Source: an optimization exercise on an open RTL-to-GDS flow (aim: small area, a short achievable clock period and few clock cycles). Production flows keep margins and buffers that such runs may drop.
The RTL was checked by simulation tests, not by an equivalence proof against the original design.

==> exp/harbor <==
## real48_fpu
module real48_fpu (
    input  wire        clk,
    input  wire        rst,
    input  wire        in_valid,
    output wire        in_ready,
    input  wire [3:0]  in_op,
    input  wire [3:0]  in_cond,
    input  wire [47:0] in_a,
    input  wire [47:0] in_b,
    output reg         out_valid,
    output reg  [47:0] out_result,
    output reg         out_ovf,
    output reg         out_finv
);
    localparam OP_MOV = 4'h0, OP_ADD = 4'h1, OP_SUB = 4'h2, OP_MUL = 4'h3,
               OP_NEG = 4'h5, OP_ABS = 4'h6, OP_MIN = 4'h8, OP_MAX = 4'h9,
               OP_CMP = 4'hA;
    assign in_ready = 1'b1;
    function [5:0] tzc;
        input [35:0] f;
        integer i;
        begin
            tzc = 6'd36;
            for (i = 35; i >= 0; i = i - 1)
                if (f[i]) tzc = i[5:0];
        end
    endfunction
    reg        v1;
    reg [3:0]  op1, cond1;
    reg [47:0] a1, b1;
    wire [38:0] bm = {2'b01, in_b[35:0], 1'b0};
    reg  [18:0] bs1_d, bs2_d;
    reg  [17:0] bng_d;
    integer bi;
    always @* begin
        for (bi = 0; bi < 19; bi = bi + 1) begin
            bs1_d[bi] = bm[2*bi+1] ^ bm[2*bi];
            bs2_d[bi] = (bm[2*bi+2] & ~bm[2*bi+1] & ~bm[2*bi]) | (~bm[2*bi+2] & bm[2*bi+1] & bm[2*bi]);
            if (bi < 18) bng_d[bi] = bm[2*bi+2] & ~(bm[2*bi+1] & bm[2*bi]);
        end
    end
    reg [18:0] bs1, bs2;
    reg [17:0] bng;
    always @(posedge clk) begin
        v1    <= in_valid & ~rst;
        op1   <= in_op;
        cond1 <= in_cond;
        a1    <= in_a;
        b1    <= in_b;
        bs1   <= bs1_d;
        bs2   <= bs2_d;
        bng   <= bng_d;
    end
    wire        sa = a1[47];
    wire        sb = b1[47];
    wire [10:0] ea = a1[46:36];
    wire [10:0] eb = b1[46:36];
    wire [35:0] fa = a1[35:0];
    wire [35:0] fb = b1[35:0];
  ...
==> flow/config.mk <==
export PLATFORM = sky130hd
export DESIGN_NAME = real48_fpu
export DESIGN_NICKNAME = real48_fpu
export VERILOG_FILES = /design/flow/design.v
export SDC_FILE = /design/flow/constraint.sdc
export NUM_CORES = 4
export LEC_CHECK = 0
export CAP_MARGIN = 20
export CORE_MARGIN = 2
export CORE_UTILIZATION = 70
export SLEW_MARGIN = 20
export SYNTH_HIERARCHICAL = 1
==> flow/constraint.sdc <==
create_clock -name core_clock -period 22.0 [get_ports {clk}]
set_input_delay 4.4000 -clock core_clock [delete_from_list [all_inputs] [get_ports {clk}]]
set_output_delay 4.4000 -clock core_clock [all_outputs]
set_load 0.01 [all_outputs]
standard.sh (not shown) runs the stock make flow with config.mk's settings and CLKGATE_MAP_FILE= SYNTH_SCRIPT=/design/flow/synth_recipe.tcl, a recipe that flattens the netlist after the stock synthesis.
==> flow/flow/run.sh <==
#!/bin/bash
# The standard layout (the standard.sh: standard synthesis, floorplan,
# placement, CTS, routing), except that buffer_ports buffers every input and
# output port with sky130_fd_sc_hd__buf_2 instead of the delay-buffer cell it
# picks by default. make's full output goes to standard_make.log here; each
# ORFS step keeps its own log under orfs/logs/.
set -euo pipefail
bash standard.sh "BUFFER_PORTS_ARGS=-buffer_cell sky130_fd_sc_hd__buf_2" finish > standard_make.log 2>&1
==> exp/amber (differences from exp/harbor) <==
--- a/flow/design.v
+++ b/flow/design.v
@@ -26,36 +26,10 @@
     assign ovf    = of & ~uf;
     assign result = uf ? {sign, 47'd0}
                   : of ? {sign, 11'h7FF, 36'd0}
                   : {sign, bexp, frac};
 endmodule
-module r48_stage3 (
-    input  wire [40:0]        sum,
-    input  wire [5:0]         lz,
-    input  wire               nz,
-    input  wire signed [13:0] e_base,
-    input  wire               sign,
-    input  wire               sp,
-    input  wire               sp_sign,
-    input  wire               sp_e1,
-    input  wire               sp_nan,
-    input  wire               sp_lsb,
-    output wire [47:0]        result,
-    output wire               ovf
-);
-    wire [40:0] norm = sum << lz;
-    wire signed [13:0] exp = e_base - $signed({8'd0, lz});
-    wire [47:0] r_res;
-    wire        r_ovf;
-    r48_round u_round (
-        .sign(sign), .exp(exp), .mant(norm[40:4]), .guard(norm[3]), .sticky(norm[2:0] != 3'd0),
-        .result(r_res), .ovf(r_ovf)
-    );
-    assign result = sp ? {sp_sign, {11{sp_e1}}, sp_nan, 34'd0, sp_lsb}
-                  : nz ? r_res : 48'd0;
-    assign ovf    = ~sp & nz & r_ovf;
-endmodule
 module r48_lzc (
     input  wire [40:0] x,
     output wire [5:0]  lz,      
     output wire        nz       
 );
@@ -143,22 +117,24 @@
         end
     endgenerate
     assign lt = l5[1] | (e5[1] & l5[0]);
     assign eq = e5[1] & e5[0];
 endmodule
-module r48_ksprefix #(
+module r48_ksadd #(
     parameter W = 41
 ) (
     input  wire [W-1:0] a,
     input  wire [W-1:0] b,
-    output wire [W-1:0] g,
-    output wire [W-1:0] p
+    input  wire         ci,
+    output wire [W-1:0] s,
+    output wire         co
 );
     localparam L = (W <= 2) ? 1 : (W <= 4) ? 2 : (W <= 8) ? 3 : (W <= 16) ? 4 : (W <= 32) ? 5 : (W <= 64) ? 6 : 7;
+    wire [W-1:0] p0 = a ^ b;
     wire [W*(L+1)-1:0] G, P;
     assign G[W-1:0] = a & b;
-    assign P[W-1:0] = a ^ b;
+    assign P[W-1:0] = p0;
     genvar l, i;
     generate
         for (l = 0; l < L; l = l + 1) begin : lv
             for (i = 0; i < W; i = i + 1) begin : bt
                 if (i >= (1 << l)) begin : m
@@ -169,41 +145,13 @@
                     assign P[(l+1)*W+i] = P[l*W+i];
                 end
             end
         end
     endgenerate
-    assign g = G[L*W+W-1:L*W];
-    assign p = P[L*W+W-1:L*W];
-endmodule
-module r48_stage2 (
-    input  wire [40:0] opa,
-    input  wire [40:0] opb,
-    input  wire        mul,
-    input  wire        esub,
-    input  wire [6:0]  grp_g,
-    input  wire [6:0]  grp_p,
-    input  wire        lo_sticky,
-    output wire [40:0] sum_f,
-    output wire [5:0]  lz,
-    output wire        nz
-);
-    wire g10 = grp_g[1] | (grp_p[1] & grp_g[0]);
-    wire g32 = grp_g[3] | (grp_p[3] & grp_g[2]);
-    wire p32 = grp_p[3] & grp_p[2];
-    wire g54 = grp_g[5] | (grp_p[5] & grp_g[4]);
-    wire p54 = grp_p[5] & grp_p[4];
-    wire g30 = g32 | (p32 & g10);
-    wire g64 = grp_g[6] | (grp_p[6] & g54);
-    wire p64 = grp_p[6] & p54;
-    wire c35 = g64 | (p64 & g30);
-    wire ci  = mul ? c35 : esub;
-    wire [40:0] g, p;
-    r48_ksprefix #(.W(41)) u_pre (.a(opa), .b(opb), .g(g), .p(p));
-    wire [40:0] c   = g | (p & {41{ci}});
-    wire [40:0] sum = (opa ^ opb) ^ {c[39:0], ci};
-    assign sum_f = mul ? {sum[40:2], 1'b0, lo_sticky} : sum;
-    r48_lzc u_lzc (.x(sum_f), .lz(lz), .nz(nz));
+    wire [W-1:0] c = G[L*W+W-1:L*W] | (P[L*W+W-1:L*W] & {W{ci}});
+    assign s  = p0 ^ {c[W-2:0], ci};
+    assign co = c[W-1];
 endmodule
 module r48_cmp6 (
     input  wire [5:0] a,
     input  wire [5:0] b,
     output wire       lt,       
@@ -3126,16 +3074,11 @@
 module r48_fa (input wire a, input wire b, input wire ci, output wire s, output wire co);
     assign s  = a ^ b ^ ci;
     assign co = (a & b) | (ci & (a ^ b));
 endmodule
 module r48_bpp (input wire s1, input wire s2, input wire ng, input wire a1, input wire a0, output wire ppn);
-    wire m;
-    r48_ao22 u_m (.a(s1), .b(a1), .c(s2), .d(a0), .y(m));
-    assign ppn = ~(m ^ ng);
-endmodule
-module r48_ao22 (input wire a, input wire b, input wire c, input wire d, output wire y);
-    assign y = (a & b) | (c & d);
+    assign ppn = ~((s1 & a1) | (s2 & a0)) ^ ng;
 endmodule
 module r48_ha (input wire a, input wire b, output wire s, output wire co);
     assign s  = a ^ b;
     assign co = a & b;
 endmodule
@@ -3220,19 +3163,12 @@
     wire is_cmp = (op1 == OP_CMP);
     wire is_mna = is_mov | is_neg | is_abs;
     wire is_mm  = is_min | is_max;
     wire [10:0] d_ab, d_ba;
     wire        c_ab, c_ba;
-    wire [10:0] gab, pab, gba, pba;
-    r48_ksprefix #(.W(11)) u_dab (.a(ea), .b(~eb), .g(gab), .p(pab));
-    r48_ksprefix #(.W(11)) u_dba (.a(eb), .b(~ea), .g(gba), .p(pba));
-    wire [10:0] cab = gab | pab;
-    wire [10:0] cba = gba | pba;
-    assign d_ab = (ea ^ ~eb) ^ {cab[9:0], 1'b1};
-    assign d_ba = (eb ^ ~ea) ^ {cba[9:0], 1'b1};
-    assign c_ab = cab[10];
-    assign c_ba = cba[10];
+    r48_ksadd #(.W(11)) u_dab (.a(ea), .b(~eb), .ci(1'b1), .s(d_ab), .co(c_ab));
+    r48_ksadd #(.W(11)) u_dba (.a(eb), .b(~ea), .ci(1'b1), .s(d_ba), .co(c_ba));
     wire e_lt = ~c_ab;                      
     wire e_eq = (ea == eb);
     wire f_lt, f_eq;
     r48_fcmp u_fcmp (.a(fa), .b(fb), .lt(f_lt), .eq(f_eq));
     wire mag_lt = e_lt | (e_eq & ~a_zero & f_lt);
@@ -3358,18 +3294,27 @@
         grp_g2   <= grp_g;
         grp_p2   <= grp_p;
         lo_sticky2 <= lo_sticky;
         e_x2     <= e_x;
     end
-    wire [40:0] sum_f;
-    wire [5:0]  lz;
-    wire        sum_nz;
-    r48_stage2 u_s2 (
-        .opa(opa2), .opb(opb2), .mul(mul2), .esub(esub2),
-        .grp_g(grp_g2), .grp_p(grp_p2), .lo_sticky(lo_sticky2),
-        .sum_f(sum_f), .lz(lz), .nz(sum_nz)
-    );
+    wire g10 = grp_g2[1] | (grp_p2[1] & grp_g2[0]);
+    wire g32 = grp_g2[3] | (grp_p2[3] & grp_g2[2]);
+    wire p32 = grp_p2[3] & grp_p2[2];
+    wire g54 = grp_g2[5] | (grp_p2[5] & grp_g2[4]);
+    wire p54 = grp_p2[5] & grp_p2[4];
+    wire g30 = g32 | (p32 & g10);
+    wire g64 = grp_g2[6] | (grp_p2[6] & g54);
+    wire p64 = grp_p2[6] & p54;
+    wire c35 = g64 | (p64 & g30);
+    wire        add_c = mul2 ? c35 : esub2;
+    wire [40:0] sum;
+    wire        sum_co;
+    r48_ksadd #(.W(41)) u_sum (.a(opa2), .b(opb2), .ci(add_c), .s(sum), .co(sum_co));
+    wire [40:0] sum_f = mul2 ? {sum[40:2], 1'b0, lo_sticky2} : sum;
+    wire [5:0] lz;
+    wire       sum_nz;
+    r48_lzc u_lzc (.x(sum_f), .lz(lz), .nz(sum_nz));
     wire signed [13:0] e_base2 = $signed({2'b00, e_x2}) - (mul2 ? 14'sd2045 : 14'sd1022);
     reg        v3, sp3, sp_sign3, sp_e13, sp_nan3, sp_lsb3, finv3, sign3, nz3;
     reg [40:0] sum3;
     reg [5:0]  lz3;
     reg signed [13:0] e_base3;
@@ -3385,19 +3330,28 @@
         nz3      <= sum_nz;
         sum3     <= sum_f;
         lz3      <= lz;
         e_base3  <= e_base2;
     end
-    wire [47:0] res;
-    wire        ovf;
-    r48_stage3 u_s3 (
-        .sum(sum3), .lz(lz3), .nz(nz3), .e_base(e_base3), .sign(sign3),
-        .sp(sp3), .sp_sign(sp_sign3), .sp_e1(sp_e13), .sp_nan(sp_nan3), .sp_lsb(sp_lsb3),
-        .result(res), .ovf(ovf)
+    wire [40:0] norm = sum3 << lz3;
+    wire signed [13:0] exp = e_base3 - $signed({8'd0, lz3});
+    wire [47:0] r_res;
+    wire        r_ovf;
+    r48_round u_round (
+        .sign(sign3), .exp(exp), .mant(norm[40:4]), .guard(norm[3]), .sticky(norm[2:0] != 3'd0),
+        .result(r_res), .ovf(r_ovf)
     );
     always @(posedge clk) begin
-        out_valid  <= v3 & ~rst;
-        out_result <= res;
-        out_ovf    <= ovf;
-        out_finv   <= finv3;
+        out_valid <= v3 & ~rst;
+        if (sp3) begin
+            out_result <= {sp_sign3, {11{sp_e13}}, sp_nan3, 34'd0, sp_lsb3};
+            out_ovf    <= 1'b0;
+        end else if (!nz3) begin
+            out_result <= 48'd0;                  
+            out_ovf    <= 1'b0;
+        end else begin
+            out_result <= r_res;
+            out_ovf    <= r_ovf;
+        end
+        out_finv <= finv3;
     end
 endmodule
--- a/flow/config.mk
+++ b/flow/config.mk
@@ -5,8 +5,8 @@
 export SDC_FILE = /design/flow/constraint.sdc
 export NUM_CORES = 4
 export LEC_CHECK = 0
 export CAP_MARGIN = 20
 export CORE_MARGIN = 2
-export CORE_UTILIZATION = 70
+export CORE_UTILIZATION = 60
 export SLEW_MARGIN = 20
 export SYNTH_HIERARCHICAL = 1
==> metrics.cfg <==
[status]
status = finished clean

[critical_path]
critical_path_buf_inv_count = 1
slowest_delay_ns = 0.79

[drt]
dr.pass1.iters = 13
wl_per_cell_um = 30.7
routed_via_density = 7.44

[timing]
fin_ws_ns = 16.17
slew_headroom_pct = 23.0

[final_layout]
layout_commonest_cell = xnor2_1
seq-cell-share_pct = 13.8
final_cell_mix = 779 x xnor2_1, 639 x a22o_1, 622 x fa_1, 359 x inv_1, 336 x dfxtp_1
multi_input_area_um2 = 43400
instances_no_fill = 6816
fin_area_um2 = 57500

(the above is from exp/harbor)
==> metrics.cfg <==
[status]
status = finished clean

[final_layout]
final_cell_mix = 691 x xor2_1, 631 x a22oi_2, 625 x fa_1, 366 x inv_1, 346 x nand2_1
multi_input_area_um2 = 45000
seq-cell-share_pct = 13.4
fin_area_um2 = 59500
layout_commonest_cell = xor2_1
instances_no_fill = 6943

[critical_path]
slowest_delay_ns = 0.93
critical_path_buf_inv_count = 2

[drt]
wl_per_cell_um = 30.8
dr.pass1.iters = 6
routed_via_density = 6.87

[die]
core_area_um2 = 93000

(the above is from exp/amber)
Testbench counts of exp/harbor, summed over its fixed seeds: cycles 32,032.
Testbench counts of exp/amber, summed over its fixed seeds: cycles 32,032.

re-timing with driven ports:
In the flow no input, the clock included, has a driving cell. The finished layouts below were timed again as built, in two steps. Step 1 (the two cells are an assumption about what drives the block):
set clk [get_ports {clk}]
set_driving_cell -lib_cell sky130_fd_sc_hd__clkbuf_16 $clk
set_driving_cell -lib_cell sky130_fd_sc_hd__buf_2 [delete_from_list [all_inputs] $clk]
Step 2 times the ports against the registers' clock, not the clock port: input delays grow and output delays shrink by t, the midpoint of the rising clock arrivals with the driver on. Three values: ideal ports, drivers, drivers and shift; two values: the first two.
run | shift t [ns] | slack for setup (ns) | cell pins on the clock port's net
exp/harbor | 0.758 | 16.167 / 16.167 / 16.167 | 1
exp/amber | 0.721 | 15.872 / 15.872 / 15.872 | 1
After both steps setup and hold are still met in every run listed.
